From an optimization exercise on the open Yosys and OpenROAD flow, aimed at small area, a short achievable clock period and few clock cycles per item; shortcuts taken in it are not production practice.
Function was checked by simulation only, so behaviour that the tests miss may differ from the original.

`flow/constraint.sdc`:
```
create_clock -name core_clock -period 18.0 [get_ports {clk}]
set_input_delay 3.6000 -clock core_clock [delete_from_list [all_inputs] [get_ports {clk}]]
set_output_delay 3.6000 -clock core_clock [all_outputs]
set_load 0.01 [all_outputs]
```
`flow/run.sh`:
```
#!/bin/bash
# synth_recipe.tcl (not shown) runs the flow's synth.tcl, then flattens the netlist and writes it again
# the make line also repeats each setting of config.mk as NAME=value (left out here)
make -C /OpenROAD-flow-scripts/flow DESIGN_CONFIG=/design/flow/config.mk WORK_HOME=/design/flow/orfs CLKGATE_MAP_FILE= SYNTH_SCRIPT=/design/flow/synth_recipe.tcl finish
```
`flow/design.v`:
```
module viterbi_dec (
    input  wire        clk,
    input  wire        rst,
    input  wire        start,
    input  wire [2:0]  cfg_n,        
    input  wire [29:0] cfg_gen,      
    input  wire [4:0]  cfg_fb,       
    input  wire [1:0]  cfg_shift,    
    input  wire [12:0] cfg_nstage,   
    output wire        ready,
    input  wire        in_valid,
    input  wire [47:0] in_llr,
    output wire        in_ready,
    output reg         out_valid,
    output reg         out_bit,
    output reg         out_last
);
    localparam S_IDLE  = 2'd0;
    localparam S_RUN   = 2'd1;
    localparam S_FLUSH = 2'd2;
    localparam KC = 5;                         
    localparam NS = 16;                        
    localparam [13:0] PM_START = 14'h3000;    
    reg  [1:0]  state;
    reg  [2:0]  n;
    reg  [29:0] gen;
    reg  [4:0]  fb;
    reg  [1:0]  shift;
    reg  [12:0] nstage;
    wire [12:0] total = nstage + (KC - 1);    
    reg  [12:0] in_cnt;      
    reg  [12:0] acs_cnt;     
    reg  [5:0]  yq [0:5];
    reg         yv;
    reg  [13:0] pm [0:NS-1];
    reg  [63:0] sr [0:NS-1];
    reg         dec_pend;    
    reg  [5:0]  fl_idx;      
    assign ready    = (state == S_IDLE);
    assign in_ready = (state == S_RUN) && (in_cnt != total);
    wire accept  = in_valid && in_ready;
    wire do_acs  = yv;
    wire in_tail = (acs_cnt >= nstage);
    function [5:0] reduce_llr;
        input [7:0] x;
        input [1:0] s;
        reg signed [8:0] xs;
        reg signed [8:0] r;
        begin
            xs = {x[7], x};
            if (x == 8'h80)
                xs = -9'sd127;
            case (s)
                2'd0: r = xs;
                2'd1: r = (xs + 9'sd1) >>> 1;
                2'd2: r = (xs + 9'sd2) >>> 2;
                default: r = (xs + 9'sd4) >>> 3;
            endcase
            if (r > 9'sd31)
                reduce_llr = 6'd31;
            else if (r < -9'sd31)
                reduce_llr = 6'b100001;
            else
                reduce_llr = r[5:0];
        end
    endfunction
    wire [13:0] pm_new  [0:NS-1];
    wire [63:0] sr_new  [0:NS-1];
    genvar s, b, k;
    generate
        for (s = 0; s < NS; s = s + 1) begin : g_state
            wire [13:0] cand [0:1];
            wire        info [0:1];
            wire [3:0]  pred [0:1];
            for (b = 0; b < 2; b = b + 1) begin : g_branch
                localparam [3:0] P = (s >> 1) | (b << (KC - 2));
                localparam [4:0] R = s | (b << (KC - 1));
                wire signed [8:0] term [0:5];
                for (k = 0; k < 6; k = k + 1) begin : g_out
                    wire c = ^(gen[5*k +: 5] & R);
                    wire signed [8:0] yk = {{3{yq[k][5]}}, yq[k]};
                    assign term[k] = (k >= n) ? 9'sd0 : (c ? -yk : yk);
                end
                wire signed [8:0] bm = term[0] + term[1] + term[2]
                                     + term[3] + term[4] + term[5];
                assign pred[b] = P;
                assign cand[b] = pm[P] + {{5{bm[8]}}, bm};
                assign info[b] = (fb == 5'd0) ? R[0] : ^(fb & R);
            end
            wire [13:0] diff = cand[1] - cand[0];
            wire        sel  = (diff != 14'd0) && !diff[13];
            wire [63:0] sr_win = sel ? sr[pred[1]] : sr[pred[0]];
            assign pm_new[s] = sel ? cand[1] : cand[0];
            assign sr_new[s] = in_tail ? sr_win : {sr_win[62:0], info[sel]};
        end
    endgenerate
    wire [13:0] t_pm  [0:2*NS-2];
    wire [3:0]  t_idx [0:2*NS-2];
    genvar i;
    generate
        for (i = 0; i < NS; i = i + 1) begin : g_leaf
            localparam [3:0] IDX = i;
            assign t_pm[NS - 1 + i]  = pm[i];
            assign t_idx[NS - 1 + i] = IDX;
        end
        for (i = NS - 2; i >= 0; i = i - 1) begin : g_node
            wire [13:0] d     = t_pm[2*i + 2] - t_pm[2*i + 1];
            wire        right = (d != 14'd0) && !d[13];
            assign t_pm[i]  = right ? t_pm[2*i + 2]  : t_pm[2*i + 1];
            assign t_idx[i] = right ? t_idx[2*i + 2] : t_idx[2*i + 1];
        end
    endgenerate
    wire [3:0] best = t_idx[0];
    integer j;
    always @(posedge clk) begin
        if (rst) begin
            state     <= S_IDLE;
            yv        <= 1'b0;
            dec_pend  <= 1'b0;
            out_valid <= 1'b0;
            out_bit   <= 1'b0;
            out_last  <= 1'b0;
            in_cnt    <= 13'd0;
            acs_cnt   <= 13'd0;
            fl_idx    <= 6'd0;
        end else begin
            out_valid <= 1'b0;
            out_last  <= 1'b0;
            if (dec_pend) begin
                out_valid <= 1'b1;
                out_bit   <= sr[best][63];
            end
            dec_pend <= 1'b0;
            case (state)
                S_IDLE: begin
                    if (start) begin
                        n       <= cfg_n;
                        gen     <= cfg_gen;
                        fb      <= cfg_fb;
                        shift   <= cfg_shift;
                        nstage  <= cfg_nstage;
                        in_cnt  <= 13'd0;
                        acs_cnt <= 13'd0;
                        yv      <= 1'b0;
                        for (j = 0; j < NS; j = j + 1)
                            pm[j] <= (j == 0) ? 14'd0 : PM_START;
                        state   <= S_RUN;
                    end
                end
                S_RUN: begin
                    if (accept) begin
                        for (j = 0; j < 6; j = j + 1)
                            yq[j] <= reduce_llr(in_llr[8*j +: 8], shift);
                        in_cnt <= in_cnt + 13'd1;
                    end
                    yv <= accept;
                    if (do_acs) begin
                        for (j = 0; j < NS; j = j + 1) begin
                            pm[j] <= pm_new[j];
                            sr[j] <= sr_new[j];
                        end
                        acs_cnt  <= acs_cnt + 13'd1;
                        dec_pend <= (acs_cnt >= 13'd63) && (acs_cnt < nstage);
                        if (acs_cnt == total - 13'd1) begin
                            fl_idx <= (nstage >= 13'd63) ? 6'd62
                                                        : nstage[5:0] - 6'd1;
                            state  <= S_FLUSH;
                        end
                    end
                end
                S_FLUSH: begin
                    out_valid <= 1'b1;
                    out_bit   <= sr[0][fl_idx];
                    out_last  <= (fl_idx == 6'd0);
                    fl_idx    <= fl_idx - 6'd1;
                    if (fl_idx == 6'd0)
                        state <= S_IDLE;
                end
                default: state <= S_IDLE;
            endcase
        end
    end
endmodule
```
`flow/config.mk`:
```
export PLATFORM = sky130hd
export DESIGN_NAME = viterbi_dec
export DESIGN_NICKNAME = viterbi_dec
export VERILOG_FILES = /design/flow/design.v
export SDC_FILE = /design/flow/constraint.sdc
export NUM_CORES = 4
export LEC_CHECK = 0
export CAP_MARGIN = 20
export CORE_MARGIN = 2
export CORE_UTILIZATION = 40
export SLEW_MARGIN = 20
```
==> results.toml <==
[placed_design]
port_buffers = 109
place_ws_ns = 2.38
place_hpwl_mm = 438
place_congestion = 1.07
dp_cells = 21573

[setup_path]
critical_path_class = "reg2reg"
worst_path_max_delay_cell = "o21ai_0"
cp-start-kind = "flip-flop"
worstPathArrival_ns = 16.60
critPathMaxStageDelay_ns = 1.03
critical_path_required_ns = 18.73
end_kind = "flip-flop"
crit_fanout = 14
critPathMostFrequentCell = "o21ai_0"

[detailed_routing]
wirelength_mm = 598
vias_per_cell = 5.85
first_pass_iters = 6
top_layer = "met5"
ant_nets = 0
m1WireLength_mm = 251
drc = 0
vias = 128185
routedWlPerCell_um = 27.3
dr_wl_met2_mm = 245
drtIter0Drc = 14206
met3_length_mm = 61.7

[layout]
stdcell_count = 21899
finalNetCount = 18607
final_common_cell = "mux2i_1"
drive_gt1_share_pct = 5.44
syn_to_final_growth_pct = 8.33
final_cell_mix = "mux2i_1, nand2_1, edfxtp_1, nor2_1, inv_1"

[logic_synthesis]
synth_edf_count = 1337
synth_cell_types = 99
synth.net_count = 18868
avgSynthCellArea_um2 = 9.49
syn_inst = 16765
ys.warnings.count = 4
synth_area_um2 = 159000
synthFlopType = "edfxtp_1"
synth-seq-cells = 1376
ys_seq_area_share_pct = 25.7
postSynth.asyncResetShare_pct = 0

[clock_tree]
cts_setup_buffers = 0
cts_tree = "done"
clkTransAtPathRegs_ns = 0.07
clk_root_buffer_cell = "clkbuf_16"
cts_resized = 0
cts_buffer_depth = 4
clock_latency_ns = 0.90
cts-buffers-inserted = 169
ctsHoldBuffers = 0
cts_num_sinks = 1376
htreeDepth = 4

[floorplan]
die_y_um = 635
coreArea_um2 = 396000
die_area_um2 = 403000
initial_core_util_pct = 40.2
rows = 231
io_pins = 110
die_w_um = 635

[outcome]
status = "finished clean"

[grt]
grt_max_degree = 187
grtUsageTotal_pct = 28.9
grt_pass1_vias = 122538
grt_antenna_before_repair = 35
grt_pass1_wl_mm = 853
overflow = 0

[timing]
fmax_mhz = 63.0
tightest_slew_ns = 1.39
finalSetupViolCount = 0
clock_skew_ns = 0.0789
fin_crit_sh_pct = 88.2
finalCriticalPeriod_ns = 15.88
slew_violations = 0
final_hold_viol_count = 0
rsz0062_at_grt = "false"
maxSlewHeadroom_pct = 6.99
setup_slack_ns = 2.12

[worst_hold_path]
hp-class = "reg2reg"

[run]
max_cap_violations = 0
-- per-stage QoR --
stage | utilization, % | hold slack, ns | setup TNS, ns | instance area (um2)
finish | 43.5 | 0.489 | 0 | 172000
global route | 43.5 | 0.503 | 0 | 172000
CTS | 43.5 | 0.489 | 0 | 172000
detailed placement | 42.1 | 0.471 | 0 | 167000
global placement | 42.1 | 0.471 | 0 | 167000
floorplan | - | 0.444 | -1298.70 | 159000
-- layer usage --
layer / global-route usage [%] / vias to the layer above
li1: - / 57960
met1: 39.0 / 62448
met2: 41.7 / 6263
met3: 7.69 / 1502
met4: 15.9 / 12
met5: 0.0604 / -
-- cell type report --
type,instances,area [um2]
flip-flops and latches,1376,40900
inverters,1093,4100
fillers,38237,224000
multi-input cells,13379,111000
well taps,5242,6560
repair buffers,485,4090
clock buffers,212,4460
clock inverters,89,897
diodes,23,57.6
-- logic make-up after synthesis --
kind of cell / after synthesis / synth area share (%)
simple gates: 3863 / 10.8
compound gates: 3292 / 13.0
mux: 2284 / 14.7
buf+inv: 2010 / 4.75
fa+ha+maj: 2001 / 20.4
xor+xnor: 1939 / 10.7
flops: 1376 / 25.7
-- state kept, by name, indices dropped and copies added, names as in the netlist, 3 cells and up --
signal,count
fl_idx,6
in_cnt,13
yq,36
fb,5
n,3
gen,30
pm,224
acs_cnt,13
sr,1024
nstage,13
-- worst max-delay path, delay by kind of cell (launching register included) --
kind	cells	cell delay, ns
and+or+nand+nor	15	2.34
adders and majority gates	4	1.34
buffers and inverters	1	0.15
muxes	3	1.13
AOI/OAI and AO/OA	36	9.52
DFF	1	0.45
xor gates and xnor gates	3	0.78
-- synthesized netlist by cell type (all sizes together) (353+ instances only) --
library cell  instances  share of area (%)
o21ai               848                2.7
a21o                353                1.7
fa                  988                 12
edfxtp             1337                 25
nor2               1188                2.8
ha                 1010                7.9
xnor2              1091                6.0
a21oi               813                2.6
nand2              1570                3.7
mux2i              2136                 13
xor2                847                4.7
inv                1093                2.6
clkbuf              833                2.0
-- path summary, 6_finish.rpt --
check	start	endpoint	slack (ns)	depth (start not counted)
hold / removal	dec_pend$_SDFF_PP0_	out_valid$_SDFF_PP0_	0.49	2
setup / recovery	pm[14][1]$_SDFFCE_PN0P_	out_bit$_SDFFE_PP0P_	2.12	62
setup reg to reg	pm[14][1]$_SDFFCE_PN0P_	out_bit$_SDFFE_PP0P_	2.12	62
hold reg to reg	dec_pend$_SDFF_PP0_	out_valid$_SDFF_PP0_	0.49	2
Testbench counts, summed over its fixed seeds: cycles 14,191, items 10,881.

-- separate check: timing with driven ports --
In the flow no input, the clock included, has a driving cell. The finished layout below was timed again as built, in two steps.
Step 1, drivers: a clkbuf_16 drives clk and a buf_2 each remaining input, both assumed.
Step 2 also shifts input and output timing later by t, the mid clock arrival at the registers, as if the neighbouring blocks saw the same clock.
Slacks: no drivers / after step 1 / after step 2; pairs: no drivers / after step 1.
shift t [ns]: 0.969
slack for setup (ns): 2.123 / 2.123 / 2.123
worst hold slack (ns): 0.489 / 0.489 / 0.489
worst setup path at the end: register to register
cell pins on the clock port's net: 1
After both steps setup and hold are still met in this run. The setup slack of this run moves by 0.000 ns with the drivers and by 0.000 ns with both steps.
